What follows belongs to an exercise in optimizing a design on an open flow for small area, a short achievable clock period and few clock cycles per item; a production flow would make more cautious choices.
At most, simulation tests tie the RTL to the original design; equivalence was not proved.
Power and IR drop assume default switching activity. No driver is modelled on the clock port, so clocking that relies on it looks cheaper here than on a real chip.

Design mxq_block, start of the top module:
module mxq_block (
    input  wire         clk,
    input  wire         rst,         
    input  wire         in_valid,
    output wire         in_ready,
    input  wire [31:0]  in_data,     
    input  wire [2:0]   in_fmt,      
    input  wire         in_rmode,    
    output wire         out_valid,
    input  wire         out_ready,
    output wire [7:0]   out_scale,
    output wire [255:0] out_elems,
    output wire [5:0]   out_flush,
    output wire         out_nan
);
    localparam [2:0] FMT_FP4  = 3'd0,    
                     FMT_E2M3 = 3'd1,
                     FMT_E3M2 = 3'd2,
                     FMT_E4M3 = 3'd3,
                     FMT_E5M2 = 3'd4,
                     FMT_INT8 = 3'd5;
    localparam integer NR = 34;          
    localparam [5:0]   NRM1 = NR - 1;
    function [3:0] fmt_emax(input [2:0] f);
        case (f)
            FMT_FP4:  fmt_emax = 4'd2;
            FMT_E2M3: fmt_emax = 4'd2;
            FMT_E3M2: fmt_emax = 4'd4;
            FMT_E4M3: fmt_emax = 4'd8;
            FMT_E5M2: fmt_emax = 4'd15;
            default:  fmt_emax = 4'd0;    
        endcase
    endfunction
    function [4:0] fmt_bias(input [2:0] f);
        case (f)
            FMT_FP4:  fmt_bias = 5'd1;
            FMT_E2M3: fmt_bias = 5'd1;
            FMT_E3M2: fmt_bias = 5'd3;
            FMT_E4M3: fmt_bias = 5'd7;
            FMT_E5M2: fmt_bias = 5'd15;
            default:  fmt_bias = 5'd1;
        endcase
    endfunction
    function [2:0] fmt_m(input [2:0] f);
        case (f)
            FMT_FP4:  fmt_m = 3'd1;
            FMT_E2M3: fmt_m = 3'd3;
            FMT_E3M2: fmt_m = 3'd2;
            FMT_E4M3: fmt_m = 3'd3;
            FMT_E5M2: fmt_m = 3'd2;
            default:  fmt_m = 3'd6;
        endcase
    endfunction
    function [7:0] fmt_largest(input [2:0] f);
        case (f)
            FMT_FP4:  fmt_largest = 8'h07;
            FMT_E2M3: fmt_largest = 8'h1F;
            FMT_E3M2: fmt_largest = 8'h1F;
            FMT_E4M3: fmt_largest = 8'h7E;
  ...
Size: ~3,000 cells after synthesis, ~990 flip-flops, about 310 I/O pins, about 36,000 sq um of cells after synthesis.
clock: 14.0 ns
lec_check: 0
abc_clock_period_in_ps: 4000
cap_margin: 20
core_margin: 2
core_utilization: 40
slew_margin: 20
run.sh (not shown) runs the stock make flow with config.mk's settings and CLKGATE_MAP_FILE= SYNTH_SCRIPT=/design/flow/synth_recipe.tcl, a recipe that flattens the netlist after the stock synthesis.
Rerun with:
ABC_CLOCK_PERIOD_IN_PS = not set   (was 4000)
Result: Combinational power is about the same. Non-clock buffer count is unchanged. Synthesized area does not change. Fmax stays the same. Routed wire length stays the same. Worst hold slack is unchanged. Final area stays the same. Power stays the same.
Function was not checked in any run of this note: the RTL went through the layout flow alone.


mxq_block, a different RTL version from the one above (not shown whole).
Size: about 930 flip-flops, ~310 I/O pins, roughly 0.030 mm2 of cells after synthesis.
clock: 14.0 ns
lec_check: 0
cap_margin: 20
core_margin: 2
core_utilization: 65
place_density: 0.75
slew_margin: 20
standard.sh (not shown) runs the stock make flow with config.mk's settings and CLKGATE_MAP_FILE= SYNTH_SCRIPT=/design/flow/synth_recipe.tcl, a recipe that flattens the netlist after the stock synthesis.
==> flow/flow/run.sh <==
#!/bin/bash
# Layout flow: the standard layout (standard synthesis, floorplan,
# placement, CTS, routing) with two changes:
#  * the input and output ports are buffered with sky130_fd_sc_hd__buf_1
#    instead of the delay buffer that buffer_ports picks by default (every
#    port still gets its own buffer);
#  * timing repair aims for more setup slack than the default, so that it
#    works on the paths that set the achieved period. The clock period and
#    the I/O constraints are the design's, unchanged;
#  * clock tree: larger sink clusters and no dummy loads.
set -euo pipefail
export BUFFER_PORTS_ARGS="-buffer_cell sky130_fd_sc_hd__buf_1"
export SETUP_SLACK_MARGIN=9.9
export CTS_ARGS="-sink_clustering_enable -repair_clock_nets -sink_clustering_size 16 -sink_clustering_max_diameter 80 -sink_clustering_buffer sky130_fd_sc_hd__clkbuf_8 -dont_use_dummy_load"
bash standard.sh "BUFFER_PORTS_ARGS=$BUFFER_PORTS_ARGS" "SETUP_SLACK_MARGIN=$SETUP_SLACK_MARGIN" "CTS_ARGS=$CTS_ARGS" finish > standard_flow.log 2>&1
test -f out/final.def
The starting point ran to the end with no violations.
Testbench counts at the start, summed over its fixed seeds: cycles 16,664, items 512.
Change:
--- a/flow/flow/run.sh
+++ b/flow/flow/run.sh
@@ -12,5 +12,5 @@
 export BUFFER_PORTS_ARGS="-buffer_cell sky130_fd_sc_hd__buf_1"
 export SETUP_SLACK_MARGIN=9.9
-export CTS_ARGS="-sink_clustering_enable -repair_clock_nets -sink_clustering_size 16 -sink_clustering_max_diameter 80 -sink_clustering_buffer sky130_fd_sc_hd__clkbuf_8 -dont_use_dummy_load"
+export CTS_ARGS="-sink_clustering_enable -repair_clock_nets -sink_clustering_size 32 -sink_clustering_max_diameter 100 -dont_use_dummy_load"
 bash standard.sh "BUFFER_PORTS_ARGS=$BUFFER_PORTS_ARGS" "SETUP_SLACK_MARGIN=$SETUP_SLACK_MARGIN" "CTS_ARGS=$CTS_ARGS" finish > standard_flow.log 2>&1
 test -f out/final.def
After rerunning: The new run finished clean. Non-clock buffer count came out higher by 3. Routed wire length hardly moves. Utilization fell by 0.27 points. Synthesized cell count does not change.
Change:
==> flow/flow/run.sh (replaced) <==
#!/bin/bash
# Layout flow: the standard layout (standard synthesis, floorplan,
# placement, CTS, routing) with two changes:
#  * the input and output ports are buffered with sky130_fd_sc_hd__buf_2
#    instead of the delay buffer that buffer_ports picks by default (every
#    port still gets its own buffer);
#  * timing repair aims for more setup slack than the default, so that it
#    works on the paths that set the achieved period. The clock period and
#    the I/O constraints are the design's, unchanged;
#  * clock tree: larger sink clusters and no dummy loads.
set -euo pipefail
export BUFFER_PORTS_ARGS="-buffer_cell sky130_fd_sc_hd__buf_2"
export SETUP_SLACK_MARGIN=9.9
export CTS_ARGS="-sink_clustering_enable -repair_clock_nets -sink_clustering_size 24 -sink_clustering_max_diameter 100 -dont_use_dummy_load"
bash standard.sh "BUFFER_PORTS_ARGS=$BUFFER_PORTS_ARGS" "SETUP_SLACK_MARGIN=$SETUP_SLACK_MARGIN" "CTS_ARGS=$CTS_ARGS" finish > standard_flow.log 2>&1
test -f out/final.def
--- a/flow/config.mk
+++ b/flow/config.mk
@@ -8,5 +8,5 @@
 export CAP_MARGIN = 20
 export CORE_MARGIN = 2
-export CORE_UTILIZATION = 65
-export PLACE_DENSITY = 0.75
+export CORE_UTILIZATION = 75
+export PLACE_DENSITY = 0.85
 export SLEW_MARGIN = 20
After rerunning: Hold slack improves by 7.9 ps. Routed wire length increases by 13%. Utilization rises by 13 points. Combinational power came out higher by about 6%. Global-route usage goes up by 6.8 points. Register-to-register slack gets worse by 60 ps.
Change:
--- a/flow/flow/run.sh
+++ b/flow/flow/run.sh
@@ -2,5 +2,5 @@
 # Layout flow: the standard layout (standard synthesis, floorplan,
 # placement, CTS, routing) with two changes:
-#  * the input and output ports are buffered with sky130_fd_sc_hd__buf_2
+#  * the input and output ports are buffered with sky130_fd_sc_hd__buf_1
 #    instead of the delay buffer that buffer_ports picks by default (every
 #    port still gets its own buffer);
@@ -10,5 +10,5 @@
 #  * clock tree: larger sink clusters and no dummy loads.
 set -euo pipefail
-export BUFFER_PORTS_ARGS="-buffer_cell sky130_fd_sc_hd__buf_2"
+export BUFFER_PORTS_ARGS="-buffer_cell sky130_fd_sc_hd__buf_1"
 export SETUP_SLACK_MARGIN=9.9
 export CTS_ARGS="-sink_clustering_enable -repair_clock_nets -sink_clustering_size 24 -sink_clustering_max_diameter 100 -dont_use_dummy_load"
--- a/flow/config.mk
+++ b/flow/config.mk
@@ -8,5 +8,5 @@
 export CAP_MARGIN = 20
 export CORE_MARGIN = 2
-export CORE_UTILIZATION = 75
-export PLACE_DENSITY = 0.85
+export CORE_UTILIZATION = 65
+export PLACE_DENSITY = 0.75
 export SLEW_MARGIN = 20
=> The changed run passed the timing, design-rule and antenna checks. Synthesized cell count stays the same. Synthesized area does not change. Global-route usage decreases by 6.5 points. Count of clock-buffer cells in the layout stays the same. Total power decreases slightly. Sequential share of layout area increases by 0.66 points. Hold slack gets better by 10 ps.


mxq_block, a different RTL version from the one above (not shown whole).
Size in the first run: roughly 970 flip-flops, about 310 I/O pins.
Design mxq_block, start of the top module:
module mxq_block (
    input  wire         clk,
    input  wire         rst,         
    input  wire         in_valid,
    output wire         in_ready,
    input  wire [31:0]  in_data,     
    input  wire [2:0]   in_fmt,      
    input  wire         in_rmode,    
    output wire         out_valid,
    input  wire         out_ready,
    output wire [7:0]   out_scale,
    output wire [255:0] out_elems,
    output wire [5:0]   out_flush,
    output wire         out_nan
);
==> flow/config.mk <==
export PLATFORM = sky130hd
export DESIGN_NAME = mxq_block
export DESIGN_NICKNAME = mxq_block
export VERILOG_FILES = /design/flow/design.v
export SDC_FILE = /design/flow/constraint.sdc
export NUM_CORES = 4
export LEC_CHECK = 0
export CAP_MARGIN = 20
export CORE_MARGIN = 2
export CORE_UTILIZATION = 40
export SLEW_MARGIN = 20
==> flow/constraint.sdc <==
create_clock -name core_clock -period 14.0 [get_ports {clk}]
set_input_delay 2.8000 -clock core_clock [delete_from_list [all_inputs] [get_ports {clk}]]
set_output_delay 2.8000 -clock core_clock [all_outputs]
set_load 0.01 [all_outputs]
run.sh (not shown) runs the stock make flow with config.mk's settings and CLKGATE_MAP_FILE= SYNTH_SCRIPT=/design/flow/synth_recipe.tcl, a recipe that flattens the netlist after the stock synthesis.
Stock flow here: none of the scripts above is used.
Testbench counts at the start, summed over its fixed seeds: cycles 16,664, items 512.
Next try:
--- a/flow/config.mk
+++ b/flow/config.mk
@@ -10,2 +10,3 @@
 export CORE_UTILIZATION = 40
+export CTS_BUF_LIST = sky130_fd_sc_hd__clkbuf_4
 export SLEW_MARGIN = 20
Result: Sequential cell count is unchanged. Count of clock-buffer cells in the layout went up by 216. Die area is unchanged.


Setup of lane 1:
mxq_block, a different RTL version from the one above (not shown whole).
Size: about 940 flip-flops, ~30,000 µm² of cells after synthesis.
Settings: LEC_CHECK=0, CAP_MARGIN=20, CORE_MARGIN=2, CORE_UTILIZATION=65, PLACE_DENSITY=0.75, SLEW_MARGIN=20; clock period 14.0 ns.
standard.sh (not shown) runs the stock make flow with config.mk's settings and CLKGATE_MAP_FILE= SYNTH_SCRIPT=/design/flow/synth_recipe.tcl, a recipe that flattens the netlist after the stock synthesis.
==> flow/flow/run.sh <==
#!/bin/bash
# Layout flow: the standard layout (standard synthesis, floorplan,
# placement, CTS, routing) with two changes:
#  * the input and output ports are buffered with sky130_fd_sc_hd__buf_2
#    instead of the delay buffer that buffer_ports picks by default (every
#    port still gets its own buffer);
#  * timing repair aims for more setup slack than the default, so that it
#    works on the paths that set the achieved period. The clock period and
#    the I/O constraints are the design's, unchanged;
#  * clock tree: larger sink clusters and no dummy loads.
set -euo pipefail
export BUFFER_PORTS_ARGS="-buffer_cell sky130_fd_sc_hd__buf_2"
export SETUP_SLACK_MARGIN=9.9
export CTS_ARGS="-sink_clustering_enable -repair_clock_nets -sink_clustering_size 24 -sink_clustering_max_diameter 100 -dont_use_dummy_load"
bash standard.sh "BUFFER_PORTS_ARGS=$BUFFER_PORTS_ARGS" "SETUP_SLACK_MARGIN=$SETUP_SLACK_MARGIN" "CTS_ARGS=$CTS_ARGS" finish > standard_flow.log 2>&1
test -f out/final.def
## Diff of input files: lane 5 against lane 1
- swapping 65 for 40 in CORE_UTILIZATION
- clearing PLACE_DENSITY, which used to be 0.75
## What came out
- Looking at fmax, lane 5 sits about 0.5% lower than lane 1 does.
- Looking at half-perimeter wire length after placement across both flows, lane 5 is the weaker of the two, with lane 1 ahead.
- On worst setup margin: between lane 1 and lane 5, it ends up higher for lane 1.
- Looking at placed cell area, lane 5 sits above lane 1.
- Between lane 5 and lane 1, the clock transition at the register clock pins on the worst setup and hold paths after CTS figures differ only marginally.
- Compared with lane 1, design area in lane 5 increased slightly.
- Going from lane 1 to lane 5, wire length of the first global-routing pass went up; count of mapped cells out of synthesis did not really move; data arrival time of the critical path went up.
No run of this note included a check of the RTL's function; only the layout flow was run.

[what the ideal ports hide]
In the flow no input, the clock included, has a driving cell. The finished layouts below were timed again as built, in two steps. Step 1 (the two cells are an assumption about what drives the block):
set clk [get_ports {clk}]
set_driving_cell -lib_cell sky130_fd_sc_hd__clkbuf_16 $clk
set_driving_cell -lib_cell sky130_fd_sc_hd__buf_2 [delete_from_list [all_inputs] $clk]
Step 2 moves the port delays by t, midway between the first and last clock arrival at a register: inputs arrive t later, outputs are due t later. That takes back most of the time a late clock gives input paths. a / b / c = ideal ports / drivers / drivers and shift; a / b = the first two.
run | t (ns) | setup WS [ns] | worst setup path at the end | latest minus earliest clock arrival (ns) | cell pins on the clock port's net
the first run of note 1 | 0.730 | 8.691 / 8.730 / 8.000 | input to register | 0.026 / 0.027 | 1
the second run of note 1 | 0.730 | 8.691 / 8.730 / 8.000 | input to register | 0.026 / 0.027 | 1
the first run of note 2 | 0.604 | 9.946 / 9.892 / 9.487 | input to register | 0.062 / 0.062 | 1
the second run of note 2 | 0.613 | 9.933 / 9.879 / 9.487 | input to register | 0.047 / 0.047 | 1
the third run of note 2 | 0.633 | 9.923 / 9.867 / 9.389 | input to register | 0.034 / 0.034 | 1
the fourth run of note 2 | 0.636 | 9.935 / 9.880 / 9.445 | input to register | 0.025 / 0.026 | 1
the first run of note 3 | 0.702 | 9.317 / 9.350 / 8.648 | input to register | 0.036 / 0.036 | 1
the second run of note 3 | 1.124 | 8.992 / 8.936 / 8.607 | input to register | 0.064 / 0.064 | 1
lane 1 | 0.633 | 9.956 / 9.899 / 9.584 | input to register | 0.040 / 0.041 | 1
lane 5 | 0.641 | 9.936 / 9.877 / 9.546 | input to register | 0.054 / 0.055 | 1
After both steps every run listed still meets setup and hold.
